This is an optimization exercise on Yosys and OpenROAD, whose aim is small area, not a production implementation. In this exercise RTL edits were held to simulation tests only and were not proved equivalent to the original. Power figures rest on the tool's default switching activity, not on a simulated workload.

`design/flow/run.sh`:
```
#!/bin/bash
# synth_recipe.tcl (not shown) runs the flow's synth.tcl, then flattens the netlist and writes it again
# the make line also repeats each setting of config.mk as NAME=value (left out here)
make -C /OpenROAD-flow-scripts/flow DESIGN_CONFIG=/design/flow/config.mk WORK_HOME=/design/flow/orfs CLKGATE_MAP_FILE= SYNTH_SCRIPT=/design/flow/synth_recipe.tcl finish
```
`design/flow/config.mk`:
```
export PLATFORM = sky130hd
export DESIGN_NAME = enc_channel
export DESIGN_NICKNAME = enc_channel
export VERILOG_FILES = /design/flow/design.v
export SDC_FILE = /design/flow/constraint.sdc
export NUM_CORES = 4
export LEC_CHECK = 0
export CAP_MARGIN = 20
export CORE_MARGIN = 2
export CORE_UTILIZATION = 40
export SLEW_MARGIN = 20
```
`design/flow/constraint.sdc`:
```
create_clock -name core_clock -period 13.0 [get_ports {clk}]
set_input_delay 2.6000 -clock core_clock [delete_from_list [all_inputs] [get_ports {clk}]]
set_output_delay 2.6000 -clock core_clock [all_outputs]
set_load 0.01 [all_outputs]
```
`design/flow/design.v`:
```
module enc_filter (
    input  wire        clk,
    input  wire        rst,
    input  wire        line_in,    
    input  wire        hold,       
    input  wire [4:0]  filt,       
    input  wire [63:0] till,
    output reg         level,      
    output wire        edge_now,   
    output wire [63:0] stamp       
);
    reg        sync1, sync2;
    reg [4:0]  run_cnt;            
    reg [63:0] run_start;          
    wire [4:0] need = (filt == 5'd0) ? 5'd1 : filt;
    wire [5:0] run  = {1'b0, run_cnt} + 6'd1;
    assign edge_now = !hold && (sync2 != level) && (run >= {1'b0, need});
    assign stamp    = (run_cnt == 5'd0) ? till : run_start;
    always @(posedge clk) begin
        if (rst) begin
            sync1     <= 1'b0;
            sync2     <= 1'b0;
            level     <= 1'b0;
            run_cnt   <= 5'd0;
            run_start <= 64'd0;
        end else begin
            sync1 <= line_in;
            sync2 <= sync1;
            if (hold || sync2 == level) begin
                run_cnt <= 5'd0;
            end else if (edge_now) begin
                level   <= sync2;
                run_cnt <= 5'd0;
            end else begin
                run_cnt <= run[4:0];
                if (run_cnt == 5'd0)
                    run_start <= till;
            end
        end
    end
endmodule
module enc_line_det (
    input  wire clk,
    input  wire rst,
    input  wire run_en,      
    input  wire low_in,      
    output wire fault,       
    output wire fault_new    
);
    reg       sync1, sync2;
    reg [7:0] low_cnt;       
    reg       prev_fault;
    assign fault     = run_en && sync2 && (low_cnt == 8'd200);
    assign fault_new = fault && !prev_fault;
    always @(posedge clk) begin
        if (rst) begin
            sync1      <= 1'b0;
            sync2      <= 1'b0;
            low_cnt    <= 8'd0;
            prev_fault <= 1'b0;
        end else begin
            sync1      <= low_in;
            sync2      <= sync1;
            prev_fault <= fault;
            if (!run_en || !sync2)
                low_cnt <= 8'd0;
            else if (low_cnt != 8'd200)
                low_cnt <= low_cnt + 8'd1;
        end
    end
endmodule
module enc_channel (
    input  wire        clk,
    input  wire        rst,             
    input  wire        a_in,            
    input  wire        b_in,
    input  wire        z_in,
    input  wire        a_low,           
    input  wire        b_low,
    input  wire        z_low,
    input  wire        en,              
    input  wire [1:0]  cfg_decode,      
    input  wire        cfg_invert,
    input  wire        cfg_z_en,
    input  wire        cfg_z_pol,
    input  wire        cfg_idx_check,
    input  wire        cfg_line_det,
    input  wire [7:0]  cfg_idx_tol,
    input  wire [4:0]  filt_a,          
    input  wire [4:0]  filt_b,
    input  wire [4:0]  filt_z,
    input  wire [24:0] rev_count,       
    input  wire [23:0] idx_exp,         
    input  wire [5:0]  flt_clr,         
    input  wire        cnt_clr,         
    output reg  [23:0] pos,             
    output reg  [31:0] rev,             
    output reg  [31:0] raw,             
    output reg  [31:0] qerr,            
    output reg  [23:0] idx_cap,         
    output reg  [31:0] idx_cnt,         
    output reg  [63:0] edge_till,       
    output reg  [31:0] edge_dt,         
    output reg  [5:0]  flt,             
    output reg         untrusted,       
    output reg         dir,
    output reg         hyst,
    output reg         ev_qburst,       
    output reg  [1:0]  ev_index,        
    output reg  [2:0]  ev_line          
);
    localparam [63:0] WINDOW = 64'd200000;    
    reg [63:0] till;
    always @(posedge clk) begin
        if (rst) till <= 64'd0;
        else     till <= till + 64'd1;
    end
    reg en_q;
    always @(posedge clk) begin
        if (rst) en_q <= 1'b0;
        else     en_q <= en;
    end
    wire start  = en && !en_q;         
    wire active = en && en_q;          
    wire line_run = en && cfg_line_det;
    wire la_fault, lb_fault, lz_fault;
    wire la_new, lb_new, lz_new;
    enc_line_det u_lda (.clk(clk), .rst(rst), .run_en(line_run), .low_in(a_low),
                        .fault(la_fault), .fault_new(la_new));
    enc_line_det u_ldb (.clk(clk), .rst(rst), .run_en(line_run), .low_in(b_low),
                        .fault(lb_fault), .fault_new(lb_new));
    enc_line_det u_ldz (.clk(clk), .rst(rst), .run_en(line_run), .low_in(z_low),
                        .fault(lz_fault), .fault_new(lz_new));
    wire        lev_a, lev_b, lev_z;
    wire        e_a, e_b, e_z;
    wire [63:0] st_a, st_b, st_z;
    enc_filter u_fa (.clk(clk), .rst(rst), .line_in(a_in), .hold(la_fault), .filt(filt_a),
                     .till(till), .level(lev_a), .edge_now(e_a), .stamp(st_a));
    enc_filter u_fb (.clk(clk), .rst(rst), .line_in(b_in), .hold(lb_fault), .filt(filt_b),
                     .till(till), .level(lev_b), .edge_now(e_b), .stamp(st_b));
    enc_filter u_fz (.clk(clk), .rst(rst), .line_in(z_in), .hold(lz_fault), .filt(filt_z),
                     .till(till), .level(lev_z), .edge_now(e_z), .stamp(st_z));
    wire illegal = active && e_a && e_b;
    reg        cnt_edge;      
    reg        cnt_rev;       
    reg [63:0] cnt_stamp;
    always @(*) begin
        cnt_edge  = 1'b0;
        cnt_rev   = 1'b0;
        cnt_stamp = st_a;
        if (active && e_a && !e_b) begin
            case (cfg_decode)
                2'b00: begin
                    cnt_edge = !lev_b;
                    cnt_rev  = lev_a;            
                end
                2'b01, 2'b10: begin
                    cnt_edge = 1'b1;
                    cnt_rev  = (!lev_a) == lev_b;
                end
                default: cnt_edge = 1'b0;
            endcase
        end else if (active && e_b && !e_a) begin
            cnt_stamp = st_b;
            if (cfg_decode == 2'b10) begin
                cnt_edge = 1'b1;
                cnt_rev  = (!lev_b) != lev_a;
            end
        end
        cnt_rev = cnt_rev ^ cfg_invert;
    end
    reg dir_valid;            
    wire absorbed = cnt_edge && dir_valid && (cnt_rev != dir);
    wire counted  = cnt_edge && !absorbed;
    wire [24:0] rc_m1 = rev_count - 25'd1;
    reg  [23:0] pos_next;
    reg  [31:0] rev_next;
    always @(*) begin
        pos_next = pos;
        rev_next = rev;
        if (counted) begin
            if (!cnt_rev) begin
                if ({1'b0, pos} == rc_m1) begin
                    pos_next = 24'd0;
                    rev_next = rev + 32'd1;
                end else begin
                    pos_next = pos + 24'd1;
                end
            end else begin
                if (pos == 24'd0) begin
                    pos_next = rc_m1[23:0];
                    rev_next = rev - 32'd1;
                end else begin
                    pos_next = pos - 24'd1;
                end
            end
        end
    end
    wire [64:0] dt_full = {1'b0, cnt_stamp} - {1'b0, edge_till};
    wire [31:0] dt_sat  = dt_full[64] ? 32'd0 :
                          (dt_full[63:32] != 32'd0) ? 32'hFFFF_FFFF : dt_full[31:0];
    wire z_edge = active && e_z && cfg_z_en && (lev_z == cfg_z_pol);   
    reg idx_pend;
    wire [23:0] d_abs  = (idx_cap >= idx_exp) ? (idx_cap - idx_exp) : (idx_exp - idx_cap);
    wire [24:0] d_wrap = rev_count - {1'b0, d_abs};
    wire [24:0] d_circ = (d_wrap < {1'b0, d_abs}) ? d_wrap : {1'b0, d_abs};
    wire mismatch = idx_pend && cfg_idx_check && (d_circ > {17'd0, cfg_idx_tol});
    reg  signed [25:0] moved;
    wire [25:0] moved_abs = moved[25] ? -moved : moved;
    wire track_missing = cfg_z_en && cfg_idx_check;
    wire missing = active && track_missing &&
                   ({moved_abs, 2'b00} >= ({3'b000, rev_count} + {1'b0, rev_count, 2'b00}));
    wire signed [25:0] moved_step = !counted ? 26'sd0 : (cnt_rev ? -26'sd1 : 26'sd1);
    reg [63:0] ill_t0, ill_t1, ill_t2;    
    reg [1:0]  ill_n;                     
    wire burst = illegal && (ill_n == 2'd3) && ((till - ill_t2) < WINDOW);
    wire [63:0] ill_t0_next = illegal ? till : ill_t0;
    wire [1:0]  ill_n_next  = (illegal && ill_n != 2'd3) ? ill_n + 2'd1 : ill_n;
    wire [5:0] flt_set  = {missing, mismatch, lz_new, lb_new, la_new, burst};
    wire [5:0] flt_next = (flt & ~flt_clr) | flt_set;
    wire quiet = (ill_n_next == 2'd0) || ((till - ill_t0_next) >= WINDOW);
    wire untrusted_set = burst || la_new || lb_new;
    wire untrusted_clr = (flt_next[2:0] == 3'b000) && quiet;
    always @(posedge clk) begin
        if (rst) begin
            pos       <= 24'd0;
            rev       <= 32'd0;
            raw       <= 32'd0;
            qerr      <= 32'd0;
            idx_cap   <= 24'd0;
            idx_cnt   <= 32'd0;
            edge_till <= 64'd0;
            edge_dt   <= 32'hFFFF_FFFF;
            flt       <= 6'd0;
            untrusted <= 1'b0;
            dir       <= 1'b0;
            hyst      <= 1'b0;
            dir_valid <= 1'b0;
            moved     <= 26'sd0;
            idx_pend  <= 1'b0;
            ill_t0    <= 64'd0;
            ill_t1    <= 64'd0;
            ill_t2    <= 64'd0;
            ill_n     <= 2'd0;
            ev_qburst <= 1'b0;
            ev_index  <= 2'd0;
            ev_line   <= 3'd0;
        end else begin
            flt       <= flt_next;
            ev_qburst <= burst;
            ev_index  <= mismatch ? 2'd1 : (missing ? 2'd2 : 2'd0);
            ev_line   <= {lz_new, lb_new, la_new};
            if (z_edge)
                idx_cnt <= (cnt_clr || idx_cnt == 32'hFFFF_FFFF) ? (cnt_clr ? 32'd1 : idx_cnt)
                                                               : idx_cnt + 32'd1;
            else if (cnt_clr)
                idx_cnt <= 32'd0;
            if (start) begin
                pos       <= 24'd0;
                rev       <= 32'd0;
                raw       <= 32'd0;
                qerr      <= 32'd0;
                idx_cap   <= 24'd0;
                edge_till <= 64'd0;
                edge_dt   <= 32'hFFFF_FFFF;
                untrusted <= untrusted_set;
                dir       <= 1'b0;
                hyst      <= 1'b0;
                dir_valid <= 1'b0;
                moved     <= 26'sd0;
                idx_pend  <= 1'b0;
                ill_n     <= 2'd0;
            end else begin
                pos <= pos_next;
                rev <= rev_next;
                if (cnt_edge)
                    raw <= cnt_rev ? raw - 32'd1 : raw + 32'd1;
                if (illegal && qerr != 32'hFFFF_FFFF)
                    qerr <= qerr + 32'd1;
                if (absorbed) begin
                    dir  <= cnt_rev;
                    hyst <= 1'b1;
                end else if (counted) begin
                    dir       <= cnt_rev;
                    hyst      <= 1'b0;
                    dir_valid <= 1'b1;
                    edge_till <= cnt_stamp;
                    edge_dt   <= dir_valid ? dt_sat : 32'hFFFF_FFFF;
                end
                idx_pend <= z_edge;
                if (z_edge)
                    idx_cap <= pos_next;
                if (z_edge || missing)
                    moved <= 26'sd0;
                else if (track_missing)
                    moved <= moved + moved_step;
                if (illegal) begin
                    ill_t0 <= till;
                    ill_t1 <= ill_t0;
                    ill_t2 <= ill_t1;
                end
                ill_n <= ill_n_next;
                if (untrusted_set)
                    untrusted <= 1'b1;
                else if (untrusted && untrusted_clr)
                    untrusted <= 1'b0;
            end
        end
    end
endmodule
```
==> impl_metrics.json <==
{
  "syn_area_per_cell_um2": 7.45,
  "post-place-ws_ns": 0.0662,
  "relSlewSlack_pct": 19.1,
  "crit_path_top_delay_cell": "clkdlybuf4s50_1",
  "fin_cells": 9122,
  "gp_congestion": 0.987,
  "min_from": "u_lda.prev_fault$_SDFF_PP0_",
  "cts_tree": "yes",
  "arrival_ns": 12.83,
  "hold_path_class": "flip-flop to flip-flop",
  "cp_max_fo": 4,
  "grt_pass1_vias": 46682,
  "core_area_um2": 130000,
  "antenna_found_initial": 5,
  "synthArstFlopShare_pct": 0,
  "netlist_instances": 7040,
  "routedWlPerCell_um": 18.5,
  "r2r_setup_slack_ns": 2.70,
  "dr.pass1.iters": 5,
  "tightest_slew_ns": 1.21,
  "cts_sinks": 759,
  "p_leak_nw": 24.0,
  "htreeDepth": 3,
  "drv_cap": 0,
  "maxSlewViolCount": 0,
  "setup_viol": 0,
  "hold_viol_final": 0,
  "path_clk_slew_ns": 0.06,
  "crit_path_start_kind": "input port",
  "fp.dieW_um": 366,
  "fin_util_pct": 47.4,
  "root_buffer": "clkbuf_16",
  "ys.flop_type": "dfxtp_1",
  "rsz0062_at_grt": "no",
  "die_area_um2": 134000,
  "drive_above_1_share_pct": 5.23,
  "drc_errors": 0,
  "r2r-end": "flt[4]$_SDFF_PP0_",
  "power.density_nw_per_um2": 97.6,
  "max_freq_ghz": 0.0815,
  "cts-buffers-inserted": 91,
  "synth_edf_count": 0,
  "ant_nets": 0,
  "cp_data_required_time_ns": 13.57,
  "yosysUniqueCellTypes": 88,
  "grt_usage_pct": 24.2,
  "routed_wl_mm": 169,
  "synth.net_count": 7602,
  "grt_max_degree": 184,
  "io_buffers": 381,
  "nNetsFinal": 7866,
  "hpwl_mm": 128,
  "drtIter0Drc": 3839,
  "slowest_delay_ns": 0.49,
  "clockBufferDepth": 3,
  "reg2reg_depth": 51,
  "ys_ff_latch": 759,
  "period_needed_ns": 12.26,
  "grt_pass1_wl_mm": 264,
  "finClkSkew_ns": 0.0463,
  "end_kind": "flip-flop",
  "run_status": "finished clean",
  "clk_latency_ns": 0.72,
  "io_pins": 382,
  "vias": 50316,
  "hold_buffers": 0,
  "grt-ovfl-total": 0,
  "avgViaCountPerCell": 5.52,
  "crit_type": "input port to flip-flop",
  "period_share_pct": 94.3,
  "num_rows": 132,
  "ys_seq_area_share_pct": 29.0,
  "mappedNetlistArea_um2": 52500,
  "min_to": "ev_line[0]$_SDFF_PP0_",
  "placedCellCount": 8952,
  "ys_warn_count": 3,
  "hold_path_depth": 1,
  "vdd_drop_max_mv": 0.0932,
  "setup_ws_ns": 0.735,
  "start_util_pct": 40.4,
  "die_y_um": 366,
  "r2r_start": "idx_cap[0]$_SDFFE_PP0P_",
  "area_growth_pct": 17.3
}
## synthesized netlist by cell type, drive strengths merged (133+ instances only)
cell type | number | area, um2
inv | 397 | 1490
ha | 458 | 5730
xnor2 | 247 | 2160
dfxtp | 759 | 15200
nor3 | 133 | 666
a21oi | 759 | 3800
nand3 | 169 | 846
o21ai | 328 | 1650
xor2 | 197 | 1730
clkbuf | 323 | 1210
nand2 | 1046 | 3930
nor2 | 692 | 2600
## metal layers
| layer | routed length (um) | GRT usage [%] |
|---|---|---|
| met1 | 78000 | 32.7 |
| met2 | 76100 | 39.4 |
| met3 | 9420 | 3.72 |
| met4 | 5620 | 7.84 |
| met5 | 13 | 0 |
## where the power goes
part | switching, mW | internal (mW) | total, mW
registers | 0.00399 | 2.33 | 2.33
clock network | 1.11 | 1.56 | 2.67
logic | 0.581 | 0.421 | 1.00
## worst max-delay path: cells and delay by family
family	cells	cell delay (ns)
AO/OA/AOI/OAI	25	4.94
AND/OR/NAND/NOR	15	2.35
adder cells (fa/ha/maj)	5	1.47
buffers and inverters	5	0.96
XOR/XNOR	3	0.50
## layout make-up
| type | instances | area [um2] |
|---|---|---|
| Inverter | 397 | 1490 |
| Timing Repair Buffer | 511 | 4870 |
| Sequential cell | 759 | 15200 |
| Clock buffer | 129 | 2620 |
| Antenna cell | 2 | 5.00 |
| Fill cell | 13074 | 68300 |
| Clock inverter | 38 | 510 |
| Multi-Input combinational cell | 5544 | 34700 |
| Tap cell | 1742 | 2180 |
## what timing repair did
item,CTS,global route
setup buffers,0,1
gates resized for setup,0,9
endpoints found under the setup margin,0,3
## sequential cells by signal, indices dropped and copies added (netlist names), 64 cells and up
signal and cells:
ill_t2 64, edge_till 64, ill_t0 64, till 64, ill_t1 64, u_fb.run_start 64, u_fa.run_start 64
## through the flow
| stage | hold slack (ns) | total power, mW | area (um2) | setup TNS [ns] |
|---|---|---|---|---|
| 4_1_cts | 0.429 | 6.05 | 61500 | 0 |
| 5_1_grt | 0.436 | 6.26 | 61500 | 0 |
| 2_1_floorplan | 0.388 | 3.04 | 52500 | 0 |
| 3_5_place_dp | 0.420 | 3.36 | 58300 | 0 |
| 6_report | 0.425 | 6.00 | 61500 | 0 |
| 3_3_place_gp | 0.415 | 3.36 | 58300 | -0.137 |
## worst max path at each step
stage,start,end,cells past startpoint
3_3_place_gp,idx_exp[0],flt[4]$_SDFF_PP0_,53
2_1_floorplan,idx_exp[6],flt[4]$_SDFF_PP0_,52
4_1_cts,idx_exp[0],flt[4]$_SDFF_PP0_,53
5_1_grt,idx_exp[0],ev_index[1]$_SDFF_PP0_,53
6_report,idx_exp[0],flt[4]$_SDFF_PP0_,53
3_5_place_dp,idx_exp[0],flt[4]$_SDFF_PP0_,53
## cells by family after synthesis
family,share of synthesized area (%)
AND/OR/NAND/NOR,24.1
adder cells (fa/ha/maj),11.3
flip-flops,29.0
multiplexers,1.96
AO/OA/AOI/OAI,21.0
buffers and inverters,5.27
XOR/XNOR,7.41
## cells in the final DEF (no fill, tap or decap), drive strengths merged, types with 67 or more instances in the layout
cell type / count
a211oi: 75
a21o: 119
a21oi: 759
and3: 87
buf: 131
clkbuf: 129
clkdlybuf4s50: 380
dfxtp: 759
ha: 458
inv: 402
mux2i: 94
nand2: 1046
nand2b: 75
nand3: 169
nand4: 84
nor2: 692
nor2b: 86
nor3: 133
o21ai: 328
o22ai: 83
or3: 67
xnor2: 247
xor2: 197

afterwards: timing with drivers on the ports:
In the flow no input, the clock included, has a driving cell. The finished layout below was timed again as built, in two steps. Step 1: set_driving_cell puts a clkbuf_16 on clk and a buf_2 on each other input, an assumption about the parent block. Step 2 also shifts input and output timing later by t, the mid clock arrival at the registers, as if the neighbouring blocks saw the same clock. a / b / c = no drivers / after step 1 / after step 2; a / b = the first two.
t (ns): 0.787
slack for setup (ns): 0.735 / 0.775 / -0.012
worst setup path at the end: input to register
Met with ideal ports but missed after step 2: setup timing in this run. The setup slack of this run moves by +0.040 ns with the drivers and by -0.747 ns with both steps.
